From an optimization exercise on the open Yosys and OpenROAD flow, aimed at small area, a short achievable clock period and few clock cycles per item; shortcuts taken in it are not production practice. No run shown here included a check of the RTL's function; only the layout flow was run.

<file path="flow/config.mk">
export PLATFORM = sky130hd
export DESIGN_NAME = kw_unwrap
export DESIGN_NICKNAME = kw_unwrap
export VERILOG_FILES = /design/flow/design.v
export SDC_FILE = /design/flow/constraint.sdc
export NUM_CORES = 8
export LEC_CHECK = 0
export CAP_MARGIN = 20
export CORE_MARGIN = 2
export CORE_UTILIZATION = 24
export SETUP_SLACK_MARGIN = 1.65
export SLEW_MARGIN = 20
export SYNTH_HIERARCHICAL = 1
</file>
<file path="flow/constraint.sdc">
create_clock -name core_clock -period 8.0 [get_ports {clk}]
set_input_delay 1.6000 -clock core_clock [delete_from_list [all_inputs] [get_ports {clk}]]
set_output_delay 1.6000 -clock core_clock [all_outputs]
set_load 0.01 [all_outputs]
</file>
<file path="flow/design.v">
module aes_sbox (
    input  wire [7:0] a,
    output wire [7:0] y
);
    wire t0, t1, t2, t3, t4, t5, t6, t7, t8, t9, t10, t11, t12, t13, t14, t15, t16, t17, t18, t19, t20, t21, t22, t23, t24, t25, t26, t27, t28, M1, M2, M3, M4, M5, M6, M7, M8, M9, M10, M11, M12, M13, M14, M15, M16, M17, M18, M19, M20, M21, M22, M23, M24, M25, M26, M27, M28, M29, M30, M31, M32, M33, M34, M35, M36, M37, M38, M39, M40, M41, M42, M43, M44, M45, M46, M47, M48, M49, M50, M51, M52, M53, M54, M55, M56, M57, M58, M59, M60, M61, M62, M63, b0, b1, b2, b3, b4, b5, b6, b7, b8, b9, b10, b11, b12, b13, b14, b15, b16, b17, b18, b19, b20, b21, b22, b23, b24, b25, b26, b27, b28, b29, b30, b31, b32, b33;
    sx2 g0 (.a(a[1]), .b(a[3]), .y(t0));
    sx2 g1 (.a(a[5]), .b(a[6]), .y(t1));
    sx2 g2 (.a(a[2]), .b(a[7]), .y(t2));
    sx2 g3 (.a(a[0]), .b(t1), .y(t3));
    sx2 g4 (.a(a[4]), .b(t0), .y(t4));
    sx2 g5 (.a(a[2]), .b(t0), .y(t5));
    sx2 g6 (.a(a[5]), .b(t2), .y(t6));
    sx2 g7 (.a(a[7]), .b(t4), .y(t7));
    sx2 g8 (.a(a[1]), .b(t2), .y(t8));
    sx2 g9 (.a(a[6]), .b(t5), .y(t9));
    sx2 g10 (.a(a[2]), .b(a[4]), .y(t10));
    sx2 g11 (.a(a[1]), .b(a[7]), .y(t11));
    sx2 g12 (.a(a[4]), .b(a[7]), .y(t12));
    sx2 g13 (.a(a[2]), .b(t1), .y(t13));
    sx2 g14 (.a(a[6]), .b(t2), .y(t14));
    sx2 g15 (.a(a[4]), .b(t6), .y(t15));
    sx2 g16 (.a(t3), .b(t8), .y(t16));
    sx2 g17 (.a(a[4]), .b(t8), .y(t17));
    sx2 g18 (.a(a[1]), .b(t3), .y(t18));
    sx2 g19 (.a(t4), .b(t13), .y(t19));
    sx2 g20 (.a(a[3]), .b(t6), .y(t20));
    sx2 g21 (.a(t0), .b(t6), .y(t21));
    sx2 g22 (.a(t4), .b(t14), .y(t22));
    sx2 g23 (.a(a[7]), .b(t3), .y(t23));
    sx2 g24 (.a(a[5]), .b(t5), .y(t24));
    sx2 g25 (.a(a[4]), .b(t3), .y(t25));
    sx2 g26 (.a(a[0]), .b(t9), .y(t26));
    sx2 g27 (.a(a[0]), .b(t7), .y(t27));
    sx2 g28 (.a(t1), .b(t7), .y(t28));
    snand2 g29 (.a(t17), .b(t7), .y(M1));
    snand2 g30 (.a(t16), .b(t27), .y(M2));
    sxn2 g31 (.a(t22), .b(M1), .y(M3));
    snand2 g32 (.a(t25), .b(a[0]), .y(M4));
    sx2 g33 (.a(M4), .b(M1), .y(M5));
    snand2 g34 (.a(t11), .b(t24), .y(M6));
    snand2 g35 (.a(t18), .b(t3), .y(M7));
    sxn2 g36 (.a(t20), .b(M6), .y(M8));
    snand2 g37 (.a(t23), .b(t26), .y(M9));
    sx2 g38 (.a(M9), .b(M6), .y(M10));
    snand2 g39 (.a(t12), .b(t9), .y(M11));
    snand2 g40 (.a(t10), .b(t15), .y(M12));
    sx2 g41 (.a(M12), .b(M11), .y(M13));
    snand2 g42 (.a(t2), .b(t28), .y(M14));
    sx2 g43 (.a(M14), .b(M11), .y(M15));
    sxn2 g44 (.a(M3), .b(M2), .y(M16));
    sx2 g45 (.a(M5), .b(t19), .y(M17));
    sxn2 g46 (.a(M8), .b(M7), .y(M18));
    sx2 g47 (.a(M10), .b(M15), .y(M19));
    sx2 g48 (.a(M16), .b(M13), .y(M20));
    sx2 g49 (.a(M17), .b(M15), .y(M21));
    sx2 g50 (.a(M18), .b(M13), .y(M22));
    sx2 g51 (.a(M19), .b(t21), .y(M23));
    sxn2 g52 (.a(M22), .b(M23), .y(M24));
    snand2 g53 (.a(M22), .b(M20), .y(M25));
    sx2 g54 (.a(M21), .b(M25), .y(M26));
    sxn2 g55 (.a(M20), .b(M21), .y(M27));
    sx2 g56 (.a(M23), .b(M25), .y(M28));
    snor2 g57 (.a(M28), .b(M27), .y(M29));
    snor2 g58 (.a(M26), .b(M24), .y(M30));
    snand2 g59 (.a(M20), .b(M23), .y(M31));
    snor2 g60 (.a(M27), .b(M31), .y(M32));
    sx2 g61 (.a(M27), .b(M25), .y(M33));
    snand2 g62 (.a(M21), .b(M22), .y(M34));
    snor2 g63 (.a(M24), .b(M34), .y(M35));
    sx2 g64 (.a(M24), .b(M25), .y(M36));
    sx2 g65 (.a(M21), .b(M29), .y(M37));
    sx2 g66 (.a(M32), .b(M33), .y(M38));
    sx2 g67 (.a(M23), .b(M30), .y(M39));
    sx2 g68 (.a(M35), .b(M36), .y(M40));
    sx2 g69 (.a(M38), .b(M40), .y(M41));
    sx2 g70 (.a(M37), .b(M39), .y(M42));
    sx2 g71 (.a(M37), .b(M38), .y(M43));
    sx2 g72 (.a(M39), .b(M40), .y(M44));
    sx2 g73 (.a(M42), .b(M41), .y(M45));
    snand2 g74 (.a(M44), .b(t7), .y(M46));
    snand2 g75 (.a(M40), .b(t27), .y(M47));
    snand2 g76 (.a(M39), .b(a[0]), .y(M48));
    snand2 g77 (.a(M43), .b(t24), .y(M49));
    snand2 g78 (.a(M38), .b(t3), .y(M50));
    snand2 g79 (.a(M37), .b(t26), .y(M51));
    snand2 g80 (.a(M42), .b(t9), .y(M52));
    snand2 g81 (.a(M45), .b(t15), .y(M53));
    snand2 g82 (.a(M41), .b(t28), .y(M54));
    snand2 g83 (.a(M44), .b(t17), .y(M55));
    snand2 g84 (.a(M40), .b(t16), .y(M56));
    snand2 g85 (.a(M39), .b(t25), .y(M57));
    snand2 g86 (.a(M43), .b(t11), .y(M58));
    snand2 g87 (.a(M38), .b(t18), .y(M59));
    snand2 g88 (.a(M37), .b(t23), .y(M60));
    snand2 g89 (.a(M42), .b(t12), .y(M61));
    snand2 g90 (.a(M45), .b(t10), .y(M62));
    snand2 g91 (.a(M41), .b(t2), .y(M63));
    sx2 g92 (.a(M61), .b(M62), .y(b0));
    sxn2 g93 (.a(M56), .b(b0), .y(b1));
    sxn2 g94 (.a(M50), .b(b1), .y(b2));
    sx2 g95 (.a(M46), .b(M49), .y(b3));
    sx2 g96 (.a(M47), .b(M55), .y(b4));
    sx2 g97 (.a(M48), .b(M58), .y(b5));
    sx2 g98 (.a(M54), .b(M60), .y(b6));
    sx2 g99 (.a(M51), .b(M59), .y(b7));
    sx2 g100 (.a(M46), .b(M52), .y(b8));
    sx2 g101 (.a(b3), .b(b5), .y(b9));
    sx2 g102 (.a(b0), .b(b7), .y(b10));
    sx2 g103 (.a(b2), .b(b4), .y(b11));
    sxn2 g104 (.a(M53), .b(b2), .y(b12));
    sx2 g105 (.a(M53), .b(M54), .y(b13));
    sx2 g106 (.a(M49), .b(M55), .y(b14));
    sx2 g107 (.a(M48), .b(M51), .y(b15));
    sx2 g108 (.a(M61), .b(M63), .y(b16));
    sx2 g109 (.a(M50), .b(M58), .y(b17));
    sx2 g110 (.a(b4), .b(b8), .y(b18));
    sx2 g111 (.a(b13), .b(b17), .y(b19));
    sx2 g112 (.a(b5), .b(b8), .y(b20));
    sxn2 g113 (.a(M52), .b(b14), .y(b21));
    sx2 g114 (.a(b6), .b(b16), .y(b22));
    sxn2 g115 (.a(M57), .b(b6), .y(b23));
    sxn2 g116 (.a(b10), .b(b19), .y(b24));
    sx2 g117 (.a(b1), .b(b18), .y(b25));
    sx2 g118 (.a(b9), .b(b23), .y(b26));
    sxn2 g119 (.a(b9), .b(b10), .y(b27));
    sxn2 g120 (.a(b20), .b(b22), .y(b28));
    sx2 g121 (.a(M53), .b(b25), .y(b29));
    sx2 g122 (.a(b3), .b(b11), .y(b30));
    sx2 g123 (.a(b11), .b(b15), .y(b31));
    sx2 g124 (.a(b12), .b(b21), .y(b32));
    sx2 g125 (.a(b12), .b(b26), .y(b33));
    assign y[7] = b32;
    assign y[6] = b29;
    assign y[5] = b28;
    assign y[4] = b30;
    assign y[3] = b31;
    assign y[2] = b33;
    assign y[1] = b24;
    assign y[0] = b27;
endmodule
module sx2 (input wire a, input wire b, output wire y);
    assign y = a ^ b;
endmodule
module sxn2 (input wire a, input wire b, output wire y);
    assign y = ~(a ^ b);
endmodule
module snand2 (input wire a, input wire b, output wire y);
    assign y = ~(a & b);
endmodule
module snor2 (input wire a, input wire b, output wire y);
    assign y = ~(a | b);
endmodule
module skx (input wire a, input wire g, input wire s, output wire y);
    assign y = a ^ (g & s);
endmodule
module gf16_inv_0000_111110011 (
    input  wire [3:0] d,
    output wire [8:0] m
);
    assign m[0] = (~d[0] & ~d[1]) | (~d[0] & d[3]) | (~d[1] & ~d[2] & ~d[3]) | (~d[1] & d[2] & d[3]);
    assign m[1] = (~d[0] & ~d[1]) | (d[0] & d[1] & ~d[2]) | (~d[1] & ~d[2] & d[3]) | (~d[1] & d[2] & ~d[3]);
    assign m[2] = (d[1] & ~d[2]) | (~d[2] & ~d[3]) | (~d[0] & ~d[1] & ~d[3]) | (d[0] & d[1] & ~d[3]);
    assign m[3] = (~d[2] & ~d[3]) | (~d[0] & d[1] & ~d[3]) | (~d[0] & d[2] & d[3]) | (d[0] & ~d[1] & ~d[3]);
    assign m[4] = (d[0] & d[2]) | (~d[1] & d[2] & d[3]) | (d[0] & d[1] & ~d[3]) | (~d[0] & d[1] & ~d[2] & d[3]) | (~d[0] & ~d[1] & ~d[2] & ~d[3]);
    assign m[5] = (d[0] & d[1] & ~d[2]) | (~d[1] & d[2] & d[3]) | (~d[0] & ~d[1] & d[3]) | (d[0] & d[1] & ~d[3]) | (d[1] & ~d[2] & ~d[3]) | (~d[0] & d[2] & d[3]);
    assign m[6] = (d[0] & ~d[1]) | (d[0] & ~d[2]) | (~d[0] & d[1] & d[3]);
    assign m[7] = (~d[2] & ~d[3]) | (~d[1] & ~d[2]) | (d[0] & d[2] & d[3]);
    assign m[8] = (d[1] & d[3]) | (~d[0] & ~d[2]) | (d[0] & ~d[1] & d[2] & ~d[3]);
endmodule
module aes_inv_sbox (
    input  wire [7:0] a,
    output wire [7:0] y
);
    wire t0, t1, t2, t3, t4, t5, t6, t7, t8, t9, t10, t11, t12, t13, t14, t15, t16, t17, t18, t19, t20, t21, t22, t23, t24, t25, t26, t27, t28, t29, M1, M2, M3, M4, M5, M6, M7, M8, M9, M10, M11, M12, M13, M14, M15, M16, M17, M18, M19, M20, M21, M22, M23, M46, M47, M48, M49, M50, M51, M52, M53, M54, M55, M56, M57, M58, M59, M60, M61, M62, M63, b0, b1, b2, b3, b4, b5, b6, b7, b8, b9, b10, b11, b12, b13, b14, b15, b16, b17, b18, b19, b20, b21, b22, b23, b24, b25, b26, b27, b28, b29, b30, b31, b32, b33, b34, b35, b36, b37, b38, b39, M37, M38, M39, M40, M41, M42, M43, M44, M45;
    sx2 g0 (.a(a[4]), .b(a[6]), .y(t0));
    sx2 g1 (.a(a[0]), .b(a[1]), .y(t1));
    sx2 g2 (.a(a[3]), .b(a[4]), .y(t2));
    sx2 g3 (.a(a[3]), .b(a[6]), .y(t3));
    sx2 g4 (.a(a[2]), .b(a[7]), .y(t4));
    sx2 g5 (.a(t0), .b(t1), .y(t5));
    sx2 g6 (.a(a[6]), .b(a[7]), .y(t6));
    sx2 g7 (.a(a[7]), .b(t0), .y(t7));
    sx2 g8 (.a(t1), .b(t3), .y(t8));
    sx2 g9 (.a(a[0]), .b(a[7]), .y(t9));
    sx2 g10 (.a(a[1]), .b(a[2]), .y(t10));
    sx2 g11 (.a(a[0]), .b(a[5]), .y(t11));
    sx2 g12 (.a(a[0]), .b(a[3]), .y(t12));
    sx2 g13 (.a(a[1]), .b(a[5]), .y(t13));
    sx2 g14 (.a(a[2]), .b(a[5]), .y(t14));
    sxn2 g15 (.a(a[4]), .b(a[7]), .y(t15));
    sx2 g16 (.a(a[5]), .b(t4), .y(t16));
    sx2 g17 (.a(t1), .b(t2), .y(t17));
    sx2 g18 (.a(t1), .b(t6), .y(t18));
    sxn2 g19 (.a(t3), .b(t9), .y(t19));
    sx2 g20 (.a(t2), .b(t10), .y(t20));
    sx2 g21 (.a(a[5]), .b(t2), .y(t21));
    sx2 g22 (.a(a[0]), .b(t2), .y(t22));
    sx2 g23 (.a(t0), .b(t11), .y(t23));
    sxn2 g24 (.a(t3), .b(t13), .y(t24));
    sxn2 g25 (.a(t0), .b(t14), .y(t25));
    sxn2 g26 (.a(t4), .b(t5), .y(t26));
    sx2 g27 (.a(t4), .b(t8), .y(t27));
    sxn2 g28 (.a(a[5]), .b(t5), .y(t28));
    sx2 g29 (.a(a[3]), .b(t7), .y(t29));
    snor2 g30 (.a(t18), .b(t25), .y(M1));
    snor2 g31 (.a(t15), .b(t7), .y(M2));
    sxn2 g32 (.a(t27), .b(M1), .y(M3));
    snor2 g33 (.a(t5), .b(t16), .y(M4));
    sx2 g34 (.a(M4), .b(M1), .y(M5));
    snand2 g35 (.a(t17), .b(t24), .y(M6));
    snor2 g36 (.a(t0), .b(t22), .y(M7));
    sx2 g37 (.a(t23), .b(M6), .y(M8));
    snor2 g38 (.a(t8), .b(t28), .y(M9));
    sxn2 g39 (.a(M9), .b(M6), .y(M10));
    snand2 g40 (.a(t2), .b(t26), .y(M11));
    snor2 g41 (.a(t29), .b(t20), .y(M12));
    sxn2 g42 (.a(M12), .b(M11), .y(M13));
    snor2 g43 (.a(t6), .b(t19), .y(M14));
    sxn2 g44 (.a(M14), .b(M11), .y(M15));
    sx2 g45 (.a(M3), .b(M2), .y(M16));
    sxn2 g46 (.a(M5), .b(t12), .y(M17));
    sx2 g47 (.a(M8), .b(M7), .y(M18));
    sx2 g48 (.a(M10), .b(M15), .y(M19));
    sx2 g49 (.a(M16), .b(M13), .y(M20));
    sx2 g50 (.a(M17), .b(M15), .y(M21));
    sx2 g51 (.a(M18), .b(M13), .y(M22));
    sxn2 g52 (.a(M19), .b(t21), .y(M23));
    gf16_inv_0000_111110011 u_inv (.d({M23, M22, M21, M20}), .m({M45, M44, M43, M42, M41, M40, M39, M38, M37}));
    snor2 g53 (.a(M44), .b(t25), .y(M46));
    snor2 g54 (.a(M40), .b(t7), .y(M47));
    snor2 g55 (.a(M39), .b(t16), .y(M48));
    snand2 g56 (.a(M43), .b(t24), .y(M49));
    snor2 g57 (.a(M38), .b(t22), .y(M50));
    snor2 g58 (.a(M37), .b(t28), .y(M51));
    snand2 g59 (.a(M42), .b(t26), .y(M52));
    snor2 g60 (.a(M45), .b(t20), .y(M53));
    snor2 g61 (.a(M41), .b(t19), .y(M54));
    snor2 g62 (.a(M44), .b(t18), .y(M55));
    snor2 g63 (.a(M40), .b(t15), .y(M56));
    snor2 g64 (.a(M39), .b(t5), .y(M57));
    snand2 g65 (.a(M43), .b(t17), .y(M58));
    snor2 g66 (.a(M38), .b(t0), .y(M59));
    snor2 g67 (.a(M37), .b(t8), .y(M60));
    snand2 g68 (.a(M42), .b(t2), .y(M61));
    snor2 g69 (.a(M45), .b(t29), .y(M62));
    snor2 g70 (.a(M41), .b(t6), .y(M63));
    sx2 g71 (.a(M52), .b(M61), .y(b0));
    sx2 g72 (.a(M50), .b(b0), .y(b1));
    sxn2 g73 (.a(M54), .b(M58), .y(b2));
    sx2 g74 (.a(M62), .b(b2), .y(b3));
    sx2 g75 (.a(M59), .b(b1), .y(b4));
    sx2 g76 (.a(M48), .b(M56), .y(b5));
    sx2 g77 (.a(M47), .b(M60), .y(b6));
    sx2 g78 (.a(b5), .b(b6), .y(b7));
    sx2 g79 (.a(M57), .b(M63), .y(b8));
    sx2 g80 (.a(M46), .b(M51), .y(b9));
    sxn2 g81 (.a(M49), .b(b7), .y(b10));
    sx2 g82 (.a(M51), .b(M59), .y(b11));
    sx2 g83 (.a(M48), .b(M59), .y(b12));
    sx2 g84 (.a(M55), .b(M63), .y(b13));
    sx2 g85 (.a(M49), .b(M58), .y(b14));
    sxn2 g86 (.a(M58), .b(b5), .y(b15));
    sxn2 g87 (.a(M49), .b(b11), .y(b16));
    sxn2 g88 (.a(M55), .b(M61), .y(b17));
    sx2 g89 (.a(M46), .b(b12), .y(b18));
    sx2 g90 (.a(b8), .b(b15), .y(b19));
    sx2 g91 (.a(M47), .b(b9), .y(b20));
    sx2 g92 (.a(M53), .b(b14), .y(b21));
    sx2 g93 (.a(b0), .b(b16), .y(b22));
    sx2 g94 (.a(b0), .b(b18), .y(b23));
    sx2 g95 (.a(M53), .b(b9), .y(b24));
    sx2 g96 (.a(M54), .b(b13), .y(b25));
    sx2 g97 (.a(b8), .b(b17), .y(b26));
    sx2 g98 (.a(M57), .b(b3), .y(b27));
    sx2 g99 (.a(b10), .b(b25), .y(b28));
    sx2 g100 (.a(M62), .b(b21), .y(b29));
    sx2 g101 (.a(b1), .b(b10), .y(b30));
    sx2 g102 (.a(b19), .b(b24), .y(b31));
    sx2 g103 (.a(b3), .b(b22), .y(b32));
    sx2 g104 (.a(b3), .b(b20), .y(b33));
    sx2 g105 (.a(b3), .b(b23), .y(b34));
    sx2 g106 (.a(b4), .b(b28), .y(b35));
    sx2 g107 (.a(b4), .b(b31), .y(b36));
    sx2 g108 (.a(b4), .b(b33), .y(b37));
    sx2 g109 (.a(b4), .b(b29), .y(b38));
    sx2 g110 (.a(b27), .b(b30), .y(b39));
    assign y[7] = b32;
    assign y[6] = b35;
    assign y[5] = b39;
    assign y[4] = b34;
    assign y[3] = b36;
    assign y[2] = b37;
    assign y[1] = b38;
    assign y[0] = b26;
endmodule
module aes_inv_mixcol (
    input  wire [31:0] c,
    output wire [31:0] y
);
    wire m0, m1, m2, m3, m4, m5, m6, m7, m8, m9, m10, m11, m12, m13, m14, m15, m16, m17, m18, m19, m20, m21, m22, m23, m24, m25, m26, m27, m28, m29, m30, m31, m32, m33, m34, m35, m36, m37, m38, m39, m40, m41, m42, m43, m44, m45, m46, m47, m48, m49, m50, m51, m52, m53, m54, m55, m56, m57, m58, m59, m60, m61, m62, m63, m64, m65, m66, m67, m68, m69, m70, m71, m72, m73, m74, m75, m76, m77, m78, m79, m80, m81, m82, m83, m84, m85, m86, m87, m88, m89, m90, m91, m92, m93, m94, m95, m96, m97, m98, m99, m100, m101, m102, m103, m104, m105, m106, m107, m108, m109, m110, m111, m112, m113, m114, m115, m116, m117, m118, m119, m120, m121, m122, m123, m124, m125, m126, m127, m128, m129, m130, m131, m132, m133, m134, m135, m136, m137, m138, m139, m140, m141, m142, m143, m144, m145, m146, m147, m148, m149, m150, m151, m152, m153, m154, m155, m156, m157, m158, m159, m160, m161, m162, m163, m164, m165, m166, m167, m168, m169, m170, m171, m172, m173, m174, m175;
    sx2 x0 (.a(c[5]), .b(c[21]), .y(m0));
    sx2 x1 (.a(c[13]), .b(c[29]), .y(m1));
    sx2 x2 (.a(c[6]), .b(c[22]), .y(m2));
    sx2 x3 (.a(c[14]), .b(c[30]), .y(m3));
    sx2 x4 (.a(m0), .b(m1), .y(m4));
    sx2 x5 (.a(c[15]), .b(c[31]), .y(m5));
    sx2 x6 (.a(c[23]), .b(c[27]), .y(m6));
    sx2 x7 (.a(c[7]), .b(c[11]), .y(m7));
    sx2 x8 (.a(c[18]), .b(m3), .y(m8));
    sx2 x9 (.a(c[26]), .b(m2), .y(m9));
    sx2 x10 (.a(c[8]), .b(m4), .y(m10));
    sx2 x11 (.a(c[4]), .b(c[20]), .y(m11));
    sx2 x12 (.a(c[0]), .b(c[16]), .y(m12));
    sx2 x13 (.a(c[1]), .b(c[17]), .y(m13));
    sx2 x14 (.a(c[3]), .b(c[19]), .y(m14));
    sx2 x15 (.a(c[9]), .b(c[25]), .y(m15));
    sx2 x16 (.a(c[12]), .b(c[28]), .y(m16));
    sx2 x17 (.a(c[2]), .b(c[10]), .y(m17));
    sx2 x18 (.a(m6), .b(m7), .y(m18));
    sx2 x19 (.a(m5), .b(m14), .y(m19));
    sx2 x20 (.a(m8), .b(m9), .y(m20));
    sx2 x21 (.a(c[23]), .b(c[24]), .y(m21));
    sx2 x22 (.a(c[24]), .b(m12), .y(m22));
    sx2 x23 (.a(m4), .b(m15), .y(m23));
    sx2 x24 (.a(c[15]), .b(m13), .y(m24));
    sx2 x25 (.a(m11), .b(m16), .y(m25));
    sx2 x26 (.a(m18), .b(m19), .y(m26));
    sx2 x27 (.a(m17), .b(m20), .y(m27));
    sx2 x28 (.a(m10), .b(m22), .y(m28));
    sx2 x29 (.a(c[7]), .b(c[31]), .y(m29));
    sx2 x30 (.a(c[3]), .b(c[31]), .y(m30));
    sx2 x31 (.a(c[7]), .b(c[15]), .y(m31));
    sx2 x32 (.a(m2), .b(m21), .y(m32));
    sx2 x33 (.a(c[31]), .b(m3), .y(m33));
    sx2 x34 (.a(m13), .b(m30), .y(m34));
    sx2 x35 (.a(c[19]), .b(m24), .y(m35));
    sx2 x36 (.a(c[23]), .b(m25), .y(m36));
    sx2 x37 (.a(c[7]), .b(c[8]), .y(m37));
    sx2 x38 (.a(m3), .b(m11), .y(m38));
    sx2 x39 (.a(c[10]), .b(m11), .y(m39));
    sx2 x40 (.a(m14), .b(m15), .y(m40));
    sx2 x41 (.a(m2), .b(m29), .y(m41));
    sx2 x42 (.a(c[2]), .b(m16), .y(m42));
    sx2 x43 (.a(m2), .b(m16), .y(m43));
    sx2 x44 (.a(m3), .b(m31), .y(m44));
    sx2 x45 (.a(m5), .b(m12), .y(m45));
    sx2 x46 (.a(m0), .b(m5), .y(m46));
    sx2 x47 (.a(c[17]), .b(m17), .y(m47));
    sx2 x48 (.a(m0), .b(m18), .y(m48));
    sx2 x49 (.a(m8), .b(m42), .y(m49));
    sx2 x50 (.a(m1), .b(m19), .y(m50));
    sx2 x51 (.a(m7), .b(m34), .y(m51));
    sx2 x52 (.a(m9), .b(m39), .y(m52));
    sx2 x53 (.a(m23), .b(m52), .y(m53));
    sx2 x54 (.a(m23), .b(m49), .y(m54));
    sx2 x55 (.a(c[5]), .b(c[12]), .y(m55));
    sx2 x56 (.a(c[14]), .b(c[21]), .y(m56));
    sx2 x57 (.a(c[13]), .b(c[28]), .y(m57));
    sx2 x58 (.a(c[6]), .b(c[30]), .y(m58));
    sx2 x59 (.a(c[6]), .b(c[21]), .y(m59));
    sx2 x60 (.a(c[1]), .b(c[9]), .y(m60));
    sx2 x61 (.a(c[12]), .b(c[29]), .y(m61));
    sx2 x62 (.a(c[21]), .b(c[28]), .y(m62));
    sx2 x63 (.a(c[15]), .b(c[26]), .y(m63));
    sx2 x64 (.a(c[5]), .b(c[29]), .y(m64));
    sx2 x65 (.a(c[10]), .b(c[25]), .y(m65));
    sx2 x66 (.a(c[7]), .b(c[14]), .y(m66));
    sx2 x67 (.a(c[22]), .b(c[30]), .y(m67));
    sx2 x68 (.a(c[13]), .b(c[30]), .y(m68));
    sx2 x69 (.a(c[16]), .b(c[24]), .y(m69));
    sx2 x70 (.a(c[10]), .b(c[18]), .y(m70));
    sx2 x71 (.a(c[0]), .b(c[25]), .y(m71));
    sx2 x72 (.a(c[6]), .b(c[14]), .y(m72));
    sx2 x73 (.a(c[0]), .b(c[15]), .y(m73));
    sx2 x74 (.a(c[2]), .b(c[11]), .y(m74));
    sx2 x75 (.a(c[1]), .b(c[16]), .y(m75));
    sx2 x76 (.a(c[0]), .b(c[17]), .y(m76));
    sx2 x77 (.a(c[9]), .b(c[16]), .y(m77));
    sx2 x78 (.a(c[27]), .b(m2), .y(m78));
    sx2 x79 (.a(m21), .b(m37), .y(m79));
    sx2 x80 (.a(c[22]), .b(m66), .y(m80));
    sx2 x81 (.a(c[12]), .b(m6), .y(m81));
    sx2 x82 (.a(c[25]), .b(m37), .y(m82));
    sx2 x83 (.a(m1), .b(m67), .y(m83));
    sx2 x84 (.a(c[20]), .b(m6), .y(m84));
    sx2 x85 (.a(c[20]), .b(m55), .y(m85));
    sx2 x86 (.a(m6), .b(m17), .y(m86));
    sx2 x87 (.a(m1), .b(m29), .y(m87));
    sx2 x88 (.a(c[4]), .b(m62), .y(m88));
    sx2 x89 (.a(c[2]), .b(m60), .y(m89));
    sx2 x90 (.a(c[23]), .b(m12), .y(m90));
    sx2 x91 (.a(c[20]), .b(m57), .y(m91));
    sx2 x92 (.a(c[13]), .b(m59), .y(m92));
    sx2 x93 (.a(c[4]), .b(m61), .y(m93));
    sx2 x94 (.a(c[22]), .b(m64), .y(m94));
    sx2 x95 (.a(c[29]), .b(m56), .y(m95));
    sx2 x96 (.a(m13), .b(m71), .y(m96));
    sx2 x97 (.a(c[5]), .b(m68), .y(m97));
    sx2 x98 (.a(c[9]), .b(m3), .y(m98));
    sx2 x99 (.a(m15), .b(m75), .y(m99));
    sx2 x100 (.a(m21), .b(m76), .y(m100));
    sx2 x101 (.a(c[4]), .b(m7), .y(m101));
    sx2 x102 (.a(m7), .b(m63), .y(m102));
    sx2 x103 (.a(m6), .b(m74), .y(m103));
    sx2 x104 (.a(c[1]), .b(m65), .y(m104));
    sx2 x105 (.a(m8), .b(m102), .y(m105));
    sx2 x106 (.a(m8), .b(m47), .y(m106));
    sx2 x107 (.a(m79), .b(m89), .y(m107));
    sx2 x108 (.a(m33), .b(m40), .y(m108));
    sx2 x109 (.a(m38), .b(m94), .y(m109));
    sx2 x110 (.a(m32), .b(m73), .y(m110));
    sx2 x111 (.a(m41), .b(m69), .y(m111));
    sx2 x112 (.a(m4), .b(m24), .y(m112));
    sx2 x113 (.a(m4), .b(m22), .y(m113));
    sx2 x114 (.a(m9), .b(m45), .y(m114));
    sx2 x115 (.a(m33), .b(m90), .y(m115));
    sx2 x116 (.a(m31), .b(m83), .y(m116));
    sx2 x117 (.a(m47), .b(m98), .y(m117));
    sx2 x118 (.a(m70), .b(m78), .y(m118));
    sx2 x119 (.a(m38), .b(m92), .y(m119));
    sx2 x120 (.a(m33), .b(m100), .y(m120));
    sx2 x121 (.a(m41), .b(m96), .y(m121));
    sx2 x122 (.a(m32), .b(m82), .y(m122));
    sx2 x123 (.a(m43), .b(m95), .y(m123));
    sx2 x124 (.a(m46), .b(m80), .y(m124));
    sx2 x125 (.a(m43), .b(m97), .y(m125));
    sx2 x126 (.a(m32), .b(m77), .y(m126));
    sx2 x127 (.a(m46), .b(m58), .y(m127));
    sx2 x128 (.a(m72), .b(m87), .y(m128));
    sx2 x129 (.a(m45), .b(m104), .y(m129));
    sx2 x130 (.a(m44), .b(m99), .y(m130));
    sx2 x131 (.a(m34), .b(m84), .y(m131));
    sx2 x132 (.a(m9), .b(m103), .y(m132));
    sx2 x133 (.a(m23), .b(m120), .y(m133));
    sx2 x134 (.a(m36), .b(m127), .y(m134));
    sx2 x135 (.a(m114), .b(m117), .y(m135));
    sx2 x136 (.a(m36), .b(m128), .y(m136));
    sx2 x137 (.a(m35), .b(m81), .y(m137));
    sx2 x138 (.a(m26), .b(m109), .y(m138));
    sx2 x139 (.a(m25), .b(m124), .y(m139));
    sx2 x140 (.a(m20), .b(m129), .y(m140));
    sx2 x141 (.a(m50), .b(m85), .y(m141));
    sx2 x142 (.a(m10), .b(m121), .y(m142));
    sx2 x143 (.a(m35), .b(m132), .y(m143));
    sx2 x144 (.a(m48), .b(m93), .y(m144));
    sx2 x145 (.a(m10), .b(m110), .y(m145));
    sx2 x146 (.a(m86), .b(m108), .y(m146));
    sx2 x147 (.a(m10), .b(m111), .y(m147));
    sx2 x148 (.a(c[28]), .b(m51), .y(m148));
    sx2 x149 (.a(m50), .b(m88), .y(m149));
    sx2 x150 (.a(m10), .b(m130), .y(m150));
    sx2 x151 (.a(m112), .b(m126), .y(m151));
    sx2 x152 (.a(m40), .b(m105), .y(m152));
    sx2 x153 (.a(m20), .b(m107), .y(m153));
    sx2 x154 (.a(m51), .b(m118), .y(m154));
    sx2 x155 (.a(m26), .b(m119), .y(m155));
    sx2 x156 (.a(m36), .b(m116), .y(m156));
    sx2 x157 (.a(m26), .b(m125), .y(m157));
    sx2 x158 (.a(m35), .b(m101), .y(m158));
    sx2 x159 (.a(m48), .b(m91), .y(m159));
    sx2 x160 (.a(m106), .b(m122), .y(m160));
    sx2 x161 (.a(m10), .b(m115), .y(m161));
    sx2 x162 (.a(m44), .b(m113), .y(m162));
    sx2 x163 (.a(m26), .b(m123), .y(m163));
    sx2 x164 (.a(m28), .b(m152), .y(m164));
    sx2 x165 (.a(m28), .b(m154), .y(m165));
    sx2 x166 (.a(m27), .b(m149), .y(m166));
    sx2 x167 (.a(m53), .b(m148), .y(m167));
    sx2 x168 (.a(m53), .b(m137), .y(m168));
    sx2 x169 (.a(m27), .b(m141), .y(m169));
    sx2 x170 (.a(m27), .b(m159), .y(m170));
    sx2 x171 (.a(m27), .b(m144), .y(m171));
    sx2 x172 (.a(m28), .b(m143), .y(m172));
    sx2 x173 (.a(m54), .b(m158), .y(m173));
    sx2 x174 (.a(m54), .b(m131), .y(m174));
    sx2 x175 (.a(m28), .b(m146), .y(m175));
    assign y[0] = m147;
    assign y[1] = m133;
    assign y[2] = m140;
    assign y[3] = m172;
    assign y[4] = m174;
    assign y[5] = m166;
    assign y[6] = m138;
    assign y[7] = m134;
    assign y[8] = m162;
    assign y[9] = m142;
    assign y[10] = m153;
    assign y[11] = m175;
    assign y[12] = m167;
    assign y[13] = m171;
    assign y[14] = m157;
    assign y[15] = m136;
    assign y[16] = m145;
    assign y[17] = m150;
    assign y[18] = m135;
    assign y[19] = m165;
    assign y[20] = m173;
    assign y[21] = m169;
    assign y[22] = m155;
    assign y[23] = m139;
    assign y[24] = m161;
    assign y[25] = m151;
    assign y[26] = m160;
    assign y[27] = m164;
    assign y[28] = m168;
    assign y[29] = m170;
    assign y[30] = m163;
    assign y[31] = m156;
endmodule
module kw_unwrap (
    input  wire         clk,
    input  wire         rst,       
    input  wire         start,     
    input  wire [127:0] kek,       
    input  wire [191:0] wrapped,   
    output wire         busy,
    output wire         done,      
    output wire         ok,        
    output wire [127:0] key        
);
    localparam [63:0] KW_IV = 64'hA6A6A6A6A6A6A6A6;
    reg         busy_r;
    reg         done_r;
    reg         kexp;     
    reg         first;    
    reg         step12;   
    reg [3:0]   rnd;      
    reg [3:0]   t;        
    reg [127:0] st;       
    reg [63:0]  ro;       
    reg [127:0] rk;       
    reg [127:0] kl;       
    wire accept = start && !busy_r;
    genvar gb, gc, gr;
    wire last   = !kexp && (rnd == 4'd0);
    assign busy = busy_r;
    assign done = done_r;
    assign ok   = (st[127:64] == KW_IV);
    assign key  = {st[63:0], ro};
    wire [31:0]  w0 = rk[127:96];
    wire [31:0]  w1 = rk[95:64];
    wire [31:0]  w2 = rk[63:32];
    wire [31:0]  w3 = rk[31:0];
    wire [31:0]  v3 = w3 ^ w2;    
    wire [31:0]  v2 = w2 ^ w1;
    wire [31:0]  v1 = w1 ^ w0;
    wire [31:0]  rot = {v3[23:0], v3[31:24]};
    wire [31:0]  sw_out;
    generate
        for (gb = 0; gb < 4; gb = gb + 1) begin : g_sbox
            aes_sbox u_sbox (.a(rot[8*gb +: 8]), .y(sw_out[8*gb +: 8]));
        end
    endgenerate
    wire [9:0]   rd = {rnd == 4'd9, rnd == 4'd8, rnd == 4'd7, rnd == 4'd6, rnd == 4'd5,
                       rnd == 4'd4, rnd == 4'd3, rnd == 4'd2, rnd == 4'd1, rnd == 4'd0};
    wire [7:0]   rcon = {rd[7], rd[6], rd[5] | rd[9], rd[4] | rd[8] | rd[9],
                         rd[3] | rd[8], rd[2] | rd[9], rd[1] | rd[8] | rd[9], rd[0] | rd[8]};
    wire [31:0]  temp = sw_out ^ {rcon, 24'h000000};
    wire [31:0]  n0 = w0 ^ temp;
    wire         fin = kexp && (rnd == 4'd9);    
    wire [31:0]  n2 = v2 ^ n0;
    wire [127:0] key_step = {n0, v1 ^ (temp & {32{kexp}}), v2 ^ (n0 & {32{kexp}}),
                             v3 ^ (n2 & {32{fin}})};
    wire [127:0] key_prev = {n0, v1, v2, v3};
    wire [127:0] blk = (step12 ? {kl[127:64] ^ 64'd12, kl[63:0]}
                               : {st[127:64] ^ {60'd0, t}, ro}) ^ rk;
    wire [127:0] imc;
    generate
        for (gc = 0; gc < 4; gc = gc + 1) begin : g_imc
            aes_inv_mixcol u_imc (.c(st[32*gc +: 32]), .y(imc[32*gc +: 32]));
        end
    endgenerate
    wire [127:0] x = first ? blk : imc;
    wire [127:0] isr;
    generate
        for (gc = 0; gc < 4; gc = gc + 1) begin : g_col
            for (gr = 0; gr < 4; gr = gr + 1) begin : g_row
                assign isr[127 - 8*(gr + 4*((gc + gr) % 4)) -: 8] =
                       x[127 - 8*(gr + 4*gc) -: 8];
            end
        end
    endgenerate
    wire [127:0] isb;
    generate
        for (gb = 0; gb < 16; gb = gb + 1) begin : g_isbox
            aes_inv_sbox u_isbox (.a(isr[8*gb +: 8]), .y(isb[8*gb +: 8]));
        end
    endgenerate
    wire [127:0] ark = isb ^ key_prev;
    always @(posedge clk) begin
        if (rst) begin
            busy_r <= 1'b0;
            done_r <= 1'b0;
            kexp   <= 1'b0;
            first  <= 1'b0;
            step12 <= 1'b0;
        end else begin
            done_r <= 1'b0;
            if (accept) begin
                busy_r <= 1'b1;
                kexp   <= 1'b1;
                first  <= 1'b0;
                step12 <= 1'b1;
                rnd    <= 4'd0;
                t      <= 4'd12;
            end else if (busy_r) begin
                if (kexp) begin
                    if (rnd == 4'd9) begin
                        kexp  <= 1'b0;
                        first <= 1'b1;
                    end else begin
                        rnd <= rnd + 4'd1;
                    end
                end else begin
                    first <= (rnd == 4'd0) && (t != 4'd1);
                    if (rnd == 4'd0) begin
                        rnd    <= 4'd9;
                        t      <= t - 4'd1;
                        step12 <= 1'b0;
                        if (t == 4'd1) begin
                            busy_r <= 1'b0;
                            done_r <= 1'b1;
                        end
                    end else begin
                        rnd <= rnd - 4'd1;
                    end
                end
            end
        end
    end
    always @(posedge clk) begin
        if (accept)
            rk <= {kek[127:32], kek[63:32] ^ kek[31:0]};
        else if (last)
            rk <= kl;
        else
            rk <= key_step;
    end
    always @(posedge clk) begin
        if (accept)
            kl <= {wrapped[191:128], wrapped[63:0]};
        else if (first && step12)
            kl <= rk;
    end
    always @(posedge clk) begin
        st <= ark;
        if (accept)
            ro <= wrapped[127:64];
        else if (first && !step12)
            ro <= st[63:0];
    end
endmodule
</file>
<file path="flow/flow/run.sh">
#!/bin/bash
# The standard layout (the standard.sh: ORFS synthesis to finish), with
# these changes in how it is made:
#  - the port buffers that global placement inserts on every input and
#    output are the smallest buffer (buf_1) instead of clkdlybuf4s50_1;
#  - clock tree synthesis inserts no dummy loads;
#  - after floorplanning, the flip-flops of the round state (st) get a
#    stronger drive (same cell type, dfxtp_1 -> dfxtp_4): they drive the
#    InvMixColumns network at the start of the critical loop.
# ORFS writes each step's full log under orfs/logs/; make's output goes to
# flow_*.log and the resizing step's to upsize.log, all in this folder.
set -euo pipefail
export BUFFER_PORTS_ARGS="-buffer_cell sky130_fd_sc_hd__buf_1"
export CTS_ARGS="-sink_clustering_enable -repair_clock_nets -dont_use_dummy_load"
bash standard.sh floorplan > flow_floorplan.log 2>&1
odb=orfs/results/$FLOW_PLATFORM/kw_unwrap/base/2_floorplan.odb
ODB=$odb openroad -no_init -exit flow/upsize.tcl > upsize.log 2>&1
bash standard.sh finish > flow_finish.log 2>&1
</file>
<file path="flow/flow/upsize.tcl">
# Give the state flip-flops st[*] the 4x drive version of their cell.
read_db $::env(ODB)
set db [ord::get_db]
set block [[$db getChip] getBlock]
set n 0
foreach inst [$block getInsts] {
  set name [$inst getName]
  set m [[$inst getMaster] getName]
  if {[string first "st\\\[" $name] == 0 && $m eq "sky130_fd_sc_hd__dfxtp_1"} {
    $inst swapMaster [$db findMaster sky130_fd_sc_hd__dfxtp_4]
    incr n
  }
}
puts "resized $n flip-flops"
write_db $::env(ODB)
</file>
<file path="flow/standard.sh">
#!/bin/bash
# synth_recipe.tcl (not shown) runs the flow's synth.tcl, then flattens the netlist and writes it again
# the make line also repeats each setting of config.mk as NAME=value (left out here)
make -C /OpenROAD-flow-scripts/flow DESIGN_CONFIG=/design/flow/config.mk WORK_HOME=/design/flow/orfs CLKGATE_MAP_FILE= SYNTH_SCRIPT=/design/flow/synth_recipe.tcl "${@:-finish}"
</file>
==> summary.txt, run 1 <==
Port Buf Inserts -> 453
Tot GR Track Use -> 20.1%
Largest net degree at the start of global routing -> 145
Setup crit end kind -> register
Htree depth -> 2
Synth top area cells -> xor2_1 34%, xnor2_1 12%, edfxtp_1 11%
1st-iter DRT viols -> 4272
Fin Clk Skew -> 0.112 ns
M2 GR Usage -> 32.1%
Area growth from synthesis to layout -> 22.4%
Finish-stage setup viols -> 0
First-pass GRT wire length -> 334 mm
Setup TNS -> 0 ns
Yosys top cell area share -> 34.3%
Full die area -> 232000 um^2
CP max stage cell -> xor3_2
Distinct cells, synth -> 64
M3 GR Usage -> 3.38%
Most frequent cells in the layout -> 1757 x xor2_1, 950 x nand2_1, 649 x xnor2_1
CTS tree -> built
CP required -> 8.61 ns
Core area -> 227000 um^2
Worst slew pin tran -> 1.17 ns
Drt first pass iters -> 7
Number of global-route vias before repair -> 44900
Overall routed net length -> 245 mm
Rel. slew slack -> 21.5%
ANT nets after route -> 0
Commonest non-fill, non-tap cell in the layout -> xor2_1
DP HPWL -> 200 mm
RSZ-0062 raised after global routing -> yes
CP max stage delay -> 0.42 ns
Worst Slack Setup Final -> 1.70 ns
Critical path type -> reg -> reg
Clock tree sinks -> 461
Setup WS pre-CTS -> 0.310 ns
Layout Cells excl Fill -> 9942
Top_reg_cell synth -> dfxtp_1
Outcome -> finished clean
Max frequency -> 0.159 GHz
Global route overflow -> 0
Avg Cell Area, Syn -> 8.33 um^2
CP most frequent cell -> xor2_1
Mapped Nets -> 6896
Register area share after synthesis -> 20.5%
EDFF count, synth -> 200
Crit path max fanout -> 4
Die Ht -> 481 um
Ports -> 454
Die width -> 481 um
Worst min-delay path class -> reg -> reg
Mapped cell area -> 54700 um^2
Final Hold Fails -> 0
Asr flop ratio synth -> 0%
Post-layout util -> 29.5%
Fraction of layout cells with a size suffix above 1 -> 20.0%
Worst skew pair latency -> 0.71 ns
Max-cap violations -> 0
R2r setup slk -> 1.70 ns
Post-synth top area cell -> xor2_1
Pins Over Slew Limit -> 0
Worst-path clk slew -> 0.06 ns
Initial Utilization -> 24.1%
Routed vias -> 46300
Final net count -> 7256
# hold bufs at CTS -> 0
Number of synthesized register bits -> 461
DP Cell Count -> 9681
Gate Count Post-Synth -> 6566
CP Launch Type -> register
Final worst-path cycle share -> 78.8%
GRT busiest layer -> met2
Fin crit period -> 6.30 ns
# rows -> 175
Clock root buffer -> clkbuf_16
Critical path arrival -> 6.91 ns
Routed vias/inst -> 4.65
GR Layer Usage met1 -> 25.9%
Placer Congestion -> 0.990
Initial antenna violation count -> 33
Synth warn -> 7
TritonCTS buffer count -> 60
DRC -> 0
Longest Clk Path Bufs -> 3
WL/cell -> 24.7 um
[per-module statistics from Yosys, one instance, submodules excluded]
module | cell area (um^2) | copies in the design | flip-flops and latches | cells
snor2 | 3.75 | 352 | 0 | 1
sxn2 | 8.76 | 328 | 0 | 1
kw_unwrap | 25500 | 1 | 461 | 2718
sx2 | 8.76 | 2088 | 0 | 1
gf16_inv_0000_111110011 | 235 | 16 | 0 | 36
snand2 | 3.75 | 216 | 0 | 1
aes_inv_mixcol | 240 | 4 | 0 | 32
aes_sbox | 60.1 | 4 | 0 | 8
aes_inv_sbox | 60.1 | 16 | 0 | 8
[state kept, by name (all words and copies together) (netlist names)]
signal  cells
busy_r      1
done_r      1
first       1
kexp        1
kl        128
rk        128
rnd         4
ro         64
st        128
step12      1
t           4
[worst paths after layout]
path	from	endpoint	depth (start not counted)
setup / recovery	rk[49]$_DFF_P_	rk[27]$_DFF_P_	28
hold / removal	rk[13]$_DFF_P_	kl[13]$_DFFE_PP_	2
setup reg to reg	rk[49]$_DFF_P_	rk[27]$_DFF_P_	28
hold reg to reg	rk[13]$_DFF_P_	kl[13]$_DFFE_PP_	2
[cell families after synthesis]
kind of cell	synth area share (%)
XOR/XNOR	46.7
AND/OR/NAND/NOR	13.2
multiplexers	4.99
flip-flops	20.5
AO/OA/AOI/OAI	7.40
adder cells (fa/ha/maj)	0.160
buffers and inverters	7.06
[worst max-delay path: cells and delay by family, from the launching register on]
kind | cells | cell delay, ns
AO/OA/AOI/OAI | 1 | 0.23
multiplexers | 1 | 0.26
AND/OR/NAND/NOR | 4 | 0.50
XOR/XNOR | 18 | 4.15
flip-flops | 1 | 0.40
buffers and inverters | 4 | 0.64
[metrics by stage]
stage	hold slack [ns]	cell area, um^2
3_3_place_gp	0.531	58700
3_5_place_dp	0.549	58700
4_1_cts	0.550	63100
2_1_floorplan	0.464	54700
5_1_grt	0.569	66900
6_report	0.565	66900
[synthesized netlist by cell type, drive strengths merged, types with 48 or more instances]
library cell,count
xor2,2144
mux2,126
buf,466
clkbuf,105
a211oi,48
o21ai,104
nand2,958
xnor2,759
mux2i,131
edfxtp,200
nor2,501
nor2b,53
nand2b,53
dfxtp,261
a21oi,219
[area by class of cell]
class,count,area [um^2]
Antenna cell,9,22.5
Timing Repair Buffer,868,4940
Inverter,32,135
Sequential cell,461,11800
Multi-Input combinational cell,5503,44800
Clock buffer,60,1500
Tap cell,3009,3760
Fill cell,23900,160000
[what timing repair did]
item	CTS	global route
gates cloned	0	1
hold endpoints to repair	0	0
gates resized for setup	322	405
setup buffers	67	124
pin swaps	74	162
setup endpoints to repair	238	194
[layer usage]
| layer | wire length (um) | part of all wire, % |
|---|---|---|
| met3 | 17100 | 7.0 |
| met2 | 111000 | 45 |
| met5 | 134 | 0.055 |
| met4 | 14600 | 5.9 |
| met1 | 102000 | 42 |
==> run 2, diff against run 1 <==
--- a/flow/config.mk
+++ b/flow/config.mk
@@ -9,3 +9,3 @@
 export CORE_MARGIN = 2
-export CORE_UTILIZATION = 24
+export CORE_UTILIZATION = 25
 export SETUP_SLACK_MARGIN = 1.65
==> run 2 against run 1 <==
Net effect:
- register-to-register slack improved by 0.14 ns
- non-clock buffer count decreased by 13
- cell area decreased by 0.60%
- cell count decreased by 1.7%
- core utilization increased by 1.1 points
- hold slack got worse by 0.0079 ns
- sequential share of layout area increased by 0.099 points
- global-route usage increased by 0.70 points
- critical path type unchanged
- critical endpoint is now st[89]$_DFF_P_
==> summary.txt, run 2 <==
Distinct cells, synth -> 64
Reg area -> 11800 um^2
Yosys top cell area share -> 34.3%
Max-cap violations -> 0
CP required -> 8.56 ns
Register area share after synthesis -> 20.5%
Finish-stage setup viols -> 0
Largest net degree at the start of global routing -> 135
Longest Clk Path Bufs -> 3
ANT nets after route -> 0
Worst slew pin tran -> 1.29 ns
# rows -> 171
Commonest non-fill, non-tap cell in the layout -> xor2_1
Tot GR Track Use -> 20.8%
Setup TNS -> 0 ns
Ports -> 454
Gate Count Post-Synth -> 6566
Worst min-delay path class -> reg -> reg
Area growth from synthesis to layout -> 21.6%
Routed vias/inst -> 4.78
DP Cell Count -> 9506
Critical path arrival -> 6.72 ns
Port Buf Inserts -> 453
EDFF count, synth -> 200
Clock root buffer -> clkbuf_16
Mapped cell area -> 54700 um^2
Post-synth top area cell -> xor2_1
Die width -> 472 um
Pins Over Slew Limit -> 0
Max frequency -> 0.162 GHz
Synth warn -> 7
Die Ht -> 472 um
Final Hold Fails -> 0
Initial antenna violation count -> 27
Number of synthesized register bits -> 461
Htree depth -> 2
Fraction of layout cells with a size suffix above 1 -> 19.9%
Drt first pass iters -> 8
TritonCTS buffer count -> 58
Clock tree sinks -> 461
1st-iter DRT viols -> 4150
Worst Slack Setup Final -> 1.83 ns
Top_reg_cell synth -> dfxtp_1
Worst-path clk slew -> 0.06 ns
Mapped Nets -> 6896
Count leader, synth -> xor2_1
Post-layout util -> 30.6%
Placer Congestion -> 0.981
Critical path type -> reg -> reg
Fin crit period -> 6.17 ns
Top Registers -> kl x128, rk x128, st x128
Asr flop ratio synth -> 0%
Setup WS pre-CTS -> 0.370 ns
DP HPWL -> 199 mm
Setup crit end kind -> register
Most frequent cells in the layout -> 1754 x xor2_1, 953 x nand2_1, 643 x xnor2_1
Worst skew pair latency -> 0.70 ns
Outcome -> finished clean
DRC -> 0
Core area -> 217000 um^2
Layout Cells excl Fill -> 9769
Initial Utilization -> 25.2%
Synth top area cells -> xor2_1 34%, xnor2_1 12%, edfxtp_1 11%
Overall routed net length -> 244 mm
Full die area -> 222000 um^2
Avg Cell Area, Syn -> 8.33 um^2
Final net count -> 7241
Final worst-path cycle share -> 77.1%
CTS tree -> built
Fin Clk Skew -> 0.0868 ns
Commonest cells post-synth -> 2143 x xor2_1, 958 x nand2_1, 759 x xnor2_1
First-pass GRT wire length -> 334 mm
Rel. slew slack -> 13.1%
Global route overflow -> 0
Number of global-route vias before repair -> 45100
Routed vias -> 46700
Filler Cell Count -> 22900
CP Launch Type -> register
Crit path max fanout -> 13
RSZ-0062 raised after global routing -> yes
Multi-input gate area -> 44800 um^2
WL/cell -> 25.0 um
[run 2: final cells by class]
type                       count  area share (%)
multi-input combinational   5503            67.3
sequential                   461            17.7
timing repair buffer         855            7.25
tap                         2854            5.37
clock buffer                  58            2.18
inverter                      32           0.192
antenna                        6          0.0226
[run 2: cell families after synthesis]
family / after synthesis / synth area share (%)
adder cells (fa/ha/maj): 7 / 0.160
buffers and inverters: 603 / 7.06
flip-flops: 461 / 20.5
AND/OR/NAND/NOR: 1712 / 13.2
AO/OA/AOI/OAI: 619 / 7.40
XOR/XNOR: 2907 / 46.7
multiplexers: 257 / 4.99
[run 2: worst paths after layout]
| path | from | endpoint | slack [ns] | cells after the start |
|---|---|---|---|---|
| setup / recovery | st[70]$_DFF_P_ | st[89]$_DFF_P_ | 1.83 | 26 |
| hold / removal | rk[16]$_DFF_P_ | kl[16]$_DFFE_PP_ | 0.56 | 2 |
| hold reg to reg | rk[16]$_DFF_P_ | kl[16]$_DFFE_PP_ | 0.56 | 2 |
| setup reg to reg | st[70]$_DFF_P_ | st[89]$_DFF_P_ | 1.83 | 26 |
[run 2: timing repair]
action,CTS,global route
endpoints found under the setup margin,233,200
cloned,0,1
setup buffers,68,129
gates resized for setup,295,428
pin swaps,67,154
hold buffers,0,0
[run 2: per-module statistics from Yosys, one instance, submodules excluded, excerpt]
module                   times used  cell area (um^2)
snor2                           352              3.75
sx2                            2088              8.76
aes_inv_mixcol                    4               240
gf16_inv_0000_111110011          16               235
aes_inv_sbox                     16              60.1
sxn2                            328              8.76
kw_unwrap                         1             25500
[run 2: worst max-delay path, stage by stage (launching register included)]
cell and delay, ns:
dfxtp_4 0.45, xor2_1 0.17, buf_4 0.21, xor2_4 0.28
xor2_2 0.20, xor2_2 0.23, buf_4 0.16, xor2_2 0.24
mux2_4 0.27, xor2_1 0.15, buf_4 0.19, xor2_2 0.27
xnor2_1 0.20, nand2_1 0.14, xnor2_1 0.28, xor2_1 0.21
xnor2_1 0.13, buf_4 0.20, nand2b_1 0.22, a21oi_1 0.11
a211oi_2 0.32, nand2_1 0.21, xor2_4 0.28, xor2_4 0.24
xor2_4 0.26, xor2_2 0.26, xnor2_1 0.11
[run 2: layer usage]
| metal | up-vias | GRT usage, % | share of wire, % |
|---|---|---|---|
| li1 | 21200 | - | - |
| met1 | 23100 | 27.0 | 42 |
| met2 | 1943 | 32.7 | 44 |
| met3 | 448 | 2.80 | 6.5 |
| met4 | 20 | 12.3 | 7.1 |
| met5 | - | 0 | 0.050 |
[run 2: metrics by stage]
stage | hold WS (ns) | cell area (um^2)
4_1_cts | 0.545 | 62500
3_5_place_dp | 0.535 | 58400
5_1_grt | 0.565 | 66500
3_3_place_gp | 0.539 | 58400
2_1_floorplan | 0.464 | 54700
6_report | 0.557 | 66500
==> run 3, diff against run 2 <==
--- a/flow/config.mk
+++ b/flow/config.mk
@@ -9,3 +9,3 @@
 export CORE_MARGIN = 2
-export CORE_UTILIZATION = 25
+export CORE_UTILIZATION = 26
 export SETUP_SLACK_MARGIN = 1.65
==> run 3 against run 2 <==
Net effect:
- critical path depth is 3 higher
- synthesized cell count stayed put
- global-route usage increased by 0.41 points
- setup slack worse by 0.12 ns
- cell area up 0.30%
- critical endpoint is now rk[10]$_DFF_P_
==> summary.txt, run 3 <==
Critical path type -> reg -> reg
Max frequency -> 0.159 GHz
Worst hold path cell count -> 2
# hold bufs at CTS -> 0
Hold_sp -> kl[31]$_DFFE_PP_
Final net count -> 7246
Port Buf Inserts -> 453
Die width -> 463 um
Routed vias/inst -> 4.74
Worst min-delay path class -> reg -> reg
Register area share after synthesis -> 20.5%
Post-synthesis compound-gate area fraction -> 7.40%
Synth top area cells -> xor2_1 34%, xnor2_1 12%, edfxtp_1 11%
Htree depth -> 2
Rel. slew slack -> 16.7%
Number of global-route vias before repair -> 44400
Critical path arrival -> 6.88 ns
Clock tree sinks -> 461
Fraction of layout cells with a size suffix above 1 -> 20.4%
R2r setup slk -> 1.71 ns
Worst Hold Path EP -> rk[31]$_DFF_P_
Initial antenna violation count -> 25
Max-cap violations -> 0
Combinational family with the most area after synthesis -> XOR/XNOR gates
Pins Over Slew Limit -> 0
Number of synthesized register bits -> 461
CP Launch Type -> register
Simple-Gate Fraction of Synth Area -> 13.2%
RR Endpoint -> rk[10]$_DFF_P_
Commonest non-fill, non-tap cell in the layout -> xor2_1
Final Hold Fails -> 0
DP HPWL -> 195 mm
Finish-stage setup viols -> 0
Global route overflow -> 0
WL/cell -> 24.7 um
Longest Clk Path Bufs -> 3
Post-synth top area cell -> xor2_1
Mapped cell area -> 54700 um^2
Fin Clk Skew -> 0.0648 ns
Drt first pass iters -> 6
TritonCTS buffer count -> 58
DP Cell Count -> 9458
CP max stage cell -> dfxtp_2
Most frequent cells in the layout -> 1735 x xor2_1, 943 x nand2_1, 651 x xnor2_1
Largest net degree at the start of global routing -> 148
CP most frequent cell -> xor2_2
Commonest cells post-synth -> 2143 x xor2_1, 958 x nand2_1, 759 x xnor2_1
Core area -> 209000 um^2
Asr flop ratio synth -> 0%
Post-Synth Adder-Cell Area -> 0.160%
Full die area -> 214000 um^2
Setup TNS -> 0 ns
Fin crit period -> 6.29 ns
Worst slew pin tran -> 1.24 ns
Count leader, synth -> xor2_1
Post-layout util -> 31.9%
Avg Cell Area, Syn -> 8.33 um^2
Worst skew pair latency -> 0.70 ns
CP max stage delay -> 0.36 ns
Post-Synth XOR/XNOR Area -> 46.7%
Tot GR Track Use -> 21.2%
Setup crit end kind -> register
ANT nets after route -> 0
1st-iter DRT viols -> 4038
Crit-path leading delay family -> XOR/XNOR gates
Final worst-path cycle share -> 78.6%
First-pass GRT wire length -> 330 mm
Gate Count Post-Synth -> 6566
Worst-path clk slew -> 0.06 ns
Die Ht -> 463 um
CP required -> 8.59 ns
Top_reg_cell synth -> dfxtp_1
Reg-to-reg startpoint -> rk[35]$_DFF_P_
Distinct cells, synth -> 64
Layout Cells excl Fill -> 9721
Filler Cell Count -> 21900
EDFF count, synth -> 200
Synth warn -> 7
Ports -> 454
Crit path max fanout -> 4
Mapped Nets -> 6896
RSZ-0062 raised after global routing -> yes
Mux share of post-synthesis cell area -> 4.99%
Routed vias -> 46100
Yosys top cell area share -> 34.3%
Top Registers -> kl x128, rk x128, st x128
Placer Congestion -> 1.01
Reg2Reg Depth -> 29
DRC -> 0
Area growth from synthesis to layout -> 22.0%
Overall routed net length -> 240 mm
Clock root buffer -> clkbuf_16
Buf/Inv on CP -> 4
Initial Utilization -> 26.1%
CTS tree -> built
Outcome -> finished clean
# rows -> 168
-- run 3: repair_timing --
action | CTS | global route
pin swaps | 80 | 180
gates resized for setup | 304 | 459
setup endpoints to repair | 236 | 208
setup buffers | 73 | 130
-- run 3: worst max path at each step --
stage | endpoint | startpoint | slack, ns | depth (start not counted)
after global placement | rk[11]$_DFF_P_ | rk[33]$_DFF_P_ | 0.32 | 26
final | rk[10]$_DFF_P_ | rk[35]$_DFF_P_ | 1.71 | 29
after detailed placement | rk[10]$_DFF_P_ | rk[33]$_DFF_P_ | 0.31 | 26
after CTS | rk[10]$_DFF_P_ | rk[33]$_DFF_P_ | 1.57 | 28
after global routing | rk[1]$_DFF_P_ | rk[57]$_DFF_P_ | 1.42 | 25
after floorplan | rk[4]$_DFF_P_ | rk[57]$_DFF_P_ | 1.69 | 27
-- run 3: layout make-up --
| cell class | count | area (um^2) | area share (%) |
|---|---|---|---|
| clock buffers | 58 | 1450 | 2.18 |
| diodes | 2 | 5.00 | 0.00750 |
| multi-input cells | 5502 | 44900 | 67.4 |
| repair buffers | 861 | 4910 | 7.36 |
| well taps | 2805 | 3510 | 5.26 |
| inverters | 32 | 136 | 0.204 |
| flip-flops and latches | 461 | 11700 | 17.6 |
-- run 3: cell families after synthesis --
family / Yosys count
AO/OA/AOI/OAI: 619
XOR/XNOR: 2907
adder cells (fa/ha/maj): 7
buffers and inverters: 603
flip-flops: 461
multiplexers: 257
AND/OR/NAND/NOR: 1712
-- run 3: modules after synthesis (local to each module, per instance), a selection --
module | flops+latches | cells | copies in the design | cell area [um^2]
aes_inv_sbox | 0 | 8 | 16 | 60.1
snand2 | 0 | 1 | 216 | 3.75
kw_unwrap | 461 | 2718 | 1 | 25500
aes_inv_mixcol | 0 | 32 | 4 | 240
sxn2 | 0 | 1 | 328 | 8.76
aes_sbox | 0 | 8 | 4 | 60.1
-- run 3: per-layer routing --
metal / GRT usage, % / wire length (um) / vias to the layer above
li1: - / - / 21200
met1: 28.3 / 102000 / 22700
met2: 33.2 / 107000 / 1845
met3: 3.19 / 17900 / 411
met4: 10.2 / 13800 / 24
met5: 0 / 145 / -
-- run 3: worst reg2reg max path: cells and delay by family (launching register included) --
family                    cells  cell delay, ns
and+or+nand+nor               2            0.26
DFF                           1            0.36
buffers and inverters         4            0.65
AOI/OAI and AO/OA             3            0.66
xor gates and xnor gates     20            4.29
-- run 3: metrics by stage --
stage | hold WS [ns] | area (um^2) | setup WS, ns
floorplan | 0.464 | 54700 | 1.69
global placement | 0.502 | 58300 | 0.323
detailed placement | 0.509 | 58300 | 0.307
CTS | 0.490 | 62600 | 1.57
global route | 0.509 | 66700 | 1.42
finish | 0.504 | 66700 | 1.71

port drivers added, routing unchanged:
No port has a modelled driver above. Below, the same layouts with a new extraction and two added sets of constraints. Step 1 assumes that a clkbuf_16 drives the clock port and a buf_2 every other input. Step 2, shift: input delay + t, output delay - t, t = (earliest + latest rising clock arrival at the registers) / 2. This alone moves slack from input paths to output paths. Three values: ideal, step 1, step 2; two values: the first two.
run	shift t [ns]	setup slack, ns	hold slack, ns	worst setup path at the end	worst data-port slew with drivers (ns)
run 1	0.733	1.698 / 1.698 / 1.698	0.565 / 0.565 / 0.565	register to register	0.22
run 2	0.726	1.835 / 1.835 / 1.835	0.557 / 0.557 / 0.557	register to register	0.19
run 3	0.744	1.712 / 1.712 / 1.712	0.504 / 0.504 / 0.504	register to register	0.17
After both steps setup and hold are still met in every run listed.
